This is an optimization exercise on Yosys and OpenROAD, whose aim is small area, a short achievable clock period and few clock cycles per item, not a production implementation. RTL that was checked went through simulation tests only; none was proved equivalent to the original.

==> flow/design.v (excerpt) <==
module air_cmac (
    input  wire         clk,
    input  wire         rst,
    input  wire         in_valid,
    output wire         in_ready,
    input  wire         in_first,
    input  wire         in_last,
    input  wire [4:0]   in_nbytes,
    input  wire [127:0] in_key,
    input  wire [127:0] in_data,
    output reg          out_valid,
    input  wire         out_ready,
    output wire [63:0]  out_tag
);
Size in the first run: about 6,300 cells after synthesis, about 670 flip-flops, about 330 I/O pins, about 0.060 sq mm of cells after synthesis.
Settings: LEC_CHECK=0, CAP_MARGIN=20, CORE_MARGIN=2, CORE_UTILIZATION=55, CTS_BUF_LIST=sky130_fd_sc_hd__clkbuf_4 sky130_fd_sc_hd__clkbuf_8, PLACE_DENSITY=0.75, SETUP_SLACK_MARGIN=4.4, SLEW_MARGIN=20; clock period 10.0 ns.
standard.sh (not shown) runs the stock make flow with config.mk's settings and CLKGATE_MAP_FILE= SYNTH_SCRIPT=/design/flow/synth_recipe.tcl, a recipe that flattens the netlist after the stock synthesis.
==> flow/flow/run.sh <==
#!/bin/bash
# Layout flow: the standard flow (standard.sh) with two changes.
#  1. Synthesis: ABC maps the logic with flow/abc_map.script (an area-
#     oriented &nf mapping) in place of ORFS's abc_speed/abc_area script.
#     Everything else in synthesis, registers included, is the standard
#     synthesis.
#  2. Placement: the port buffers that buffer_ports puts on every input and
#     output are sky130_fd_sc_hd__buf_1 cells.
# Each tool's output goes to the ORFS logs under orfs/logs; make's own
# output goes to flow_make.log.
set -euo pipefail
HERE=$(pwd)

# ORFS's synth.tcl, with abc_args pointed at our ABC script right after the
# preamble has set them up.
sed "/source \$::env(SCRIPTS_DIR)\/synth_preamble.tcl/a set abc_args [lreplace \$abc_args 1 1 $HERE/flow/abc_map.script]" \
    "$FLOW_HOME/scripts/synth.tcl" > "$HERE/synth_core.tcl"
grep -q "abc_map.script" "$HERE/synth_core.tcl"
# The standard flow's synthesis wrapper, sourcing that copy instead of ORFS's.
sed "s#source \$::env(SCRIPTS_DIR)/synth.tcl#source $HERE/synth_core.tcl#" \
    "$HERE/synth_recipe.tcl" > "$HERE/synth_top.tcl"
grep -q "synth_core.tcl" "$HERE/synth_top.tcl"

bash "$HERE/standard.sh" SYNTH_SCRIPT="$HERE/synth_top.tcl" \
    BUFFER_PORTS_ARGS="-buffer_cell sky130_fd_sc_hd__buf_1" \
    finish > "$HERE/flow_make.log" 2>&1
==> flow/flow/abc_map.script <==
strash
&get -n
&dch -f
&nf -R 1000
&put
buffer -c
topo
stime -c
upsize -c
dnsize -c
Change:
--- a/flow/config.mk
+++ b/flow/config.mk
@@ -12,3 +12,3 @@
 export PLACE_DENSITY = 0.75
-export SETUP_SLACK_MARGIN = 4.4
+export SETUP_SLACK_MARGIN = 3.8
 export SLEW_MARGIN = 20
The changed run completed without violations.
Non-clock buffer count is lower by 592.
Final cell count is lower by 6.5%.
Design area drops by 14%.
Synthesized area does not change.
Function was not checked in any run of this note: the RTL went through the layout flow alone.

* * *

Another version of the RTL of air_cmac (not shown whole).
For scale: ~670 flip-flops, about 330 I/O pins.
==> flow/config.mk <==
export PLATFORM = sky130hd
export DESIGN_NAME = air_cmac
export DESIGN_NICKNAME = air_cmac
export VERILOG_FILES = /design/flow/design.v
export SDC_FILE = /design/flow/constraint.sdc
export NUM_CORES = 4
export LEC_CHECK = 0
export CAP_MARGIN = 20
export CORE_MARGIN = 2
export CORE_UTILIZATION = 65
export CTS_BUF_LIST = sky130_fd_sc_hd__clkbuf_4 sky130_fd_sc_hd__clkbuf_8
export PLACE_DENSITY = 0.85
export SETUP_SLACK_MARGIN = 3.8
export SLEW_MARGIN = 20
==> flow/constraint.sdc <==
create_clock -name core_clock -period 10.0 [get_ports {clk}]
set_input_delay 2.0000 -clock core_clock [delete_from_list [all_inputs] [get_ports {clk}]]
set_output_delay 2.0000 -clock core_clock [all_outputs]
set_load 0.01 [all_outputs]
Scripts as last shown in full above: flow/flow/run.sh, flow/flow/abc_map.script
The starting point finished with timing, DRC and antenna clean.
Testbench counts at the start, summed over its fixed seeds: cycles 28,895, blocks 2,635.
==> next run, changes <==
Settings changed: CORE_UTILIZATION 65 to 55, PLACE_DENSITY 0.85 to 0.75.
=>
- The new run finished with timing, DRC and antenna clean
- design area rises by 0.93%
- critical path depth goes up by 1

* * *

Another version of the RTL of air_cmac (not shown whole).
Size: ~6300 cells after synthesis, about 330 I/O pins.
==> flow/config.mk <==
export PLATFORM = sky130hd
export DESIGN_NAME = air_cmac
export DESIGN_NICKNAME = air_cmac
export VERILOG_FILES = /design/flow/design.v
export SDC_FILE = /design/flow/constraint.sdc
export NUM_CORES = 4
export LEC_CHECK = 0
export CAP_MARGIN = 20
export CORE_MARGIN = 2
export CORE_UTILIZATION = 65
export CTS_BUF_LIST = sky130_fd_sc_hd__clkbuf_4 sky130_fd_sc_hd__clkbuf_8
export PLACE_DENSITY = 0.85
export SETUP_SLACK_MARGIN = 3.5
export SLEW_MARGIN = 20
==> flow/constraint.sdc <==
create_clock -name core_clock -period 10.0 [get_ports {clk}]
set_input_delay 2.0000 -clock core_clock [delete_from_list [all_inputs] [get_ports {clk}]]
set_output_delay 2.0000 -clock core_clock [all_outputs]
set_load 0.01 [all_outputs]
Scripts as last shown in full above: flow/flow/run.sh, flow/flow/abc_map.script
Testbench counts at the start, summed over its fixed seeds: cycles 28,895, blocks 2,635.
Edit:
--- a/flow/config.mk
+++ b/flow/config.mk
@@ -12,3 +12,3 @@
 export PLACE_DENSITY = 0.85
-export SETUP_SLACK_MARGIN = 3.5
+export SETUP_SLACK_MARGIN = 3.8
 export SLEW_MARGIN = 20
=>
- sequential share of layout area is lower by 0.88 points
- global-route usage is higher by 0.21 points
- non-clock buffer count is higher by 103
- count of clock-buffer cells in the layout is lower by 4
- fmax is higher by about 10%
Edit:
--- a/flow/config.mk
+++ b/flow/config.mk
@@ -9,5 +9,5 @@
 export CORE_MARGIN = 2
-export CORE_UTILIZATION = 65
+export CORE_UTILIZATION = 55
 export CTS_BUF_LIST = sky130_fd_sc_hd__clkbuf_4 sky130_fd_sc_hd__clkbuf_8
-export PLACE_DENSITY = 0.85
+export PLACE_DENSITY = 0.75
 export SETUP_SLACK_MARGIN = 3.8
Effect:
- The new run went through all stages and came out clean
- non-clock buffer count falls by 24
- register-to-register slack gets better by 0.06 ns
- worst hold slack gains 0.0048 ns
- via count fell by 2.6%
Edit:
--- a/flow/config.mk
+++ b/flow/config.mk
@@ -9,6 +9,6 @@
 export CORE_MARGIN = 2
-export CORE_UTILIZATION = 55
+export CORE_UTILIZATION = 65
 export CTS_BUF_LIST = sky130_fd_sc_hd__clkbuf_4 sky130_fd_sc_hd__clkbuf_8
-export PLACE_DENSITY = 0.75
-export SETUP_SLACK_MARGIN = 3.8
+export PLACE_DENSITY = 0.85
+export SETUP_SLACK_MARGIN = 4.0
 export SLEW_MARGIN = 20
After rerunning: The new run finished clean; final area grows by 2.9%; clock skew falls by 0.023 ns; non-clock buffer count climbs by 139; worst setup slack degrades by 0.064 ns; via count goes up by 5.2%; fmax came out lower by 1.0%.

* * *

air_cmac, a different RTL version from the one above (not shown whole).
Size: roughly 670 flip-flops, roughly 330 I/O pins, about 58000 sq um of cells after synthesis.
Settings: LEC_CHECK=0, CAP_MARGIN=20, CORE_MARGIN=2, CORE_UTILIZATION=55, CTS_BUF_LIST=sky130_fd_sc_hd__clkbuf_4 sky130_fd_sc_hd__clkbuf_8, PLACE_DENSITY=0.75, SETUP_SLACK_MARGIN=3.8, SLEW_MARGIN=20; clock period 10.0 ns.
Scripts as last shown in full above: flow/flow/run.sh, flow/flow/abc_map.script
The starting point ran to the end with no violations.
Testbench counts at the start, summed over its fixed seeds: cycles 28,895, blocks 2,635.
Edit:
- CORE_UTILIZATION: 55 -> 65
- PLACE_DENSITY: 0.75 -> 0.85
After rerunning: Routed wire length is about the same. Core utilization grows by 12 points. Die area went down by about 15%. Non-clock buffer count climbs by 24.

-- what the ideal ports hide --
In the flow no input, the clock included, has a driving cell. The finished layouts below were timed again as built, in two steps. Step 1 (the two cells are an assumption about what drives the block):
set clk [get_ports {clk}]
set_driving_cell -lib_cell sky130_fd_sc_hd__clkbuf_16 $clk
set_driving_cell -lib_cell sky130_fd_sc_hd__buf_2 [delete_from_list [all_inputs] $clk]
Step 2 adds t to the input delays and takes it off the output delays; t is the mean of the earliest and latest rising clock arrival at the registers after step 1. Input paths then give back, and output paths get back, about the clock's delay inside the block. Slacks: no drivers / after step 1 / after step 2; pairs: no drivers / after step 1.
run	shift t [ns]	setup WS [ns]	worst setup path at the end	slew at the worst register clock pin (ns)
the first run of note 1	0.897	4.079 / 4.079 / 4.079	register to register	0.08 / 0.08
the second run of note 1	0.902	3.972 / 3.972 / 3.972	register to register	0.07 / 0.07
the first run of note 2	0.875	3.838 / 3.838 / 3.838	register to register	0.08 / 0.08
the second run of note 2	0.930	3.826 / 3.826 / 3.826	register to register	0.08 / 0.08
the first run of note 3	0.879	3.310 / 3.310 / 3.310	register to register	0.08 / 0.08
the second run of note 3	0.879	3.907 / 3.907 / 3.907	register to register	0.08 / 0.08
the third run of note 3	0.893	3.967 / 3.967 / 3.967	register to register	0.08 / 0.08
the fourth run of note 3	0.873	3.903 / 3.903 / 3.903	register to register	0.08 / 0.08
the first run of note 4	0.872	3.877 / 3.877 / 3.877	register to register	0.08 / 0.08
the second run of note 4	0.879	3.742 / 3.742 / 3.742	register to register	0.07 / 0.07
After both steps every run listed still meets setup and hold.
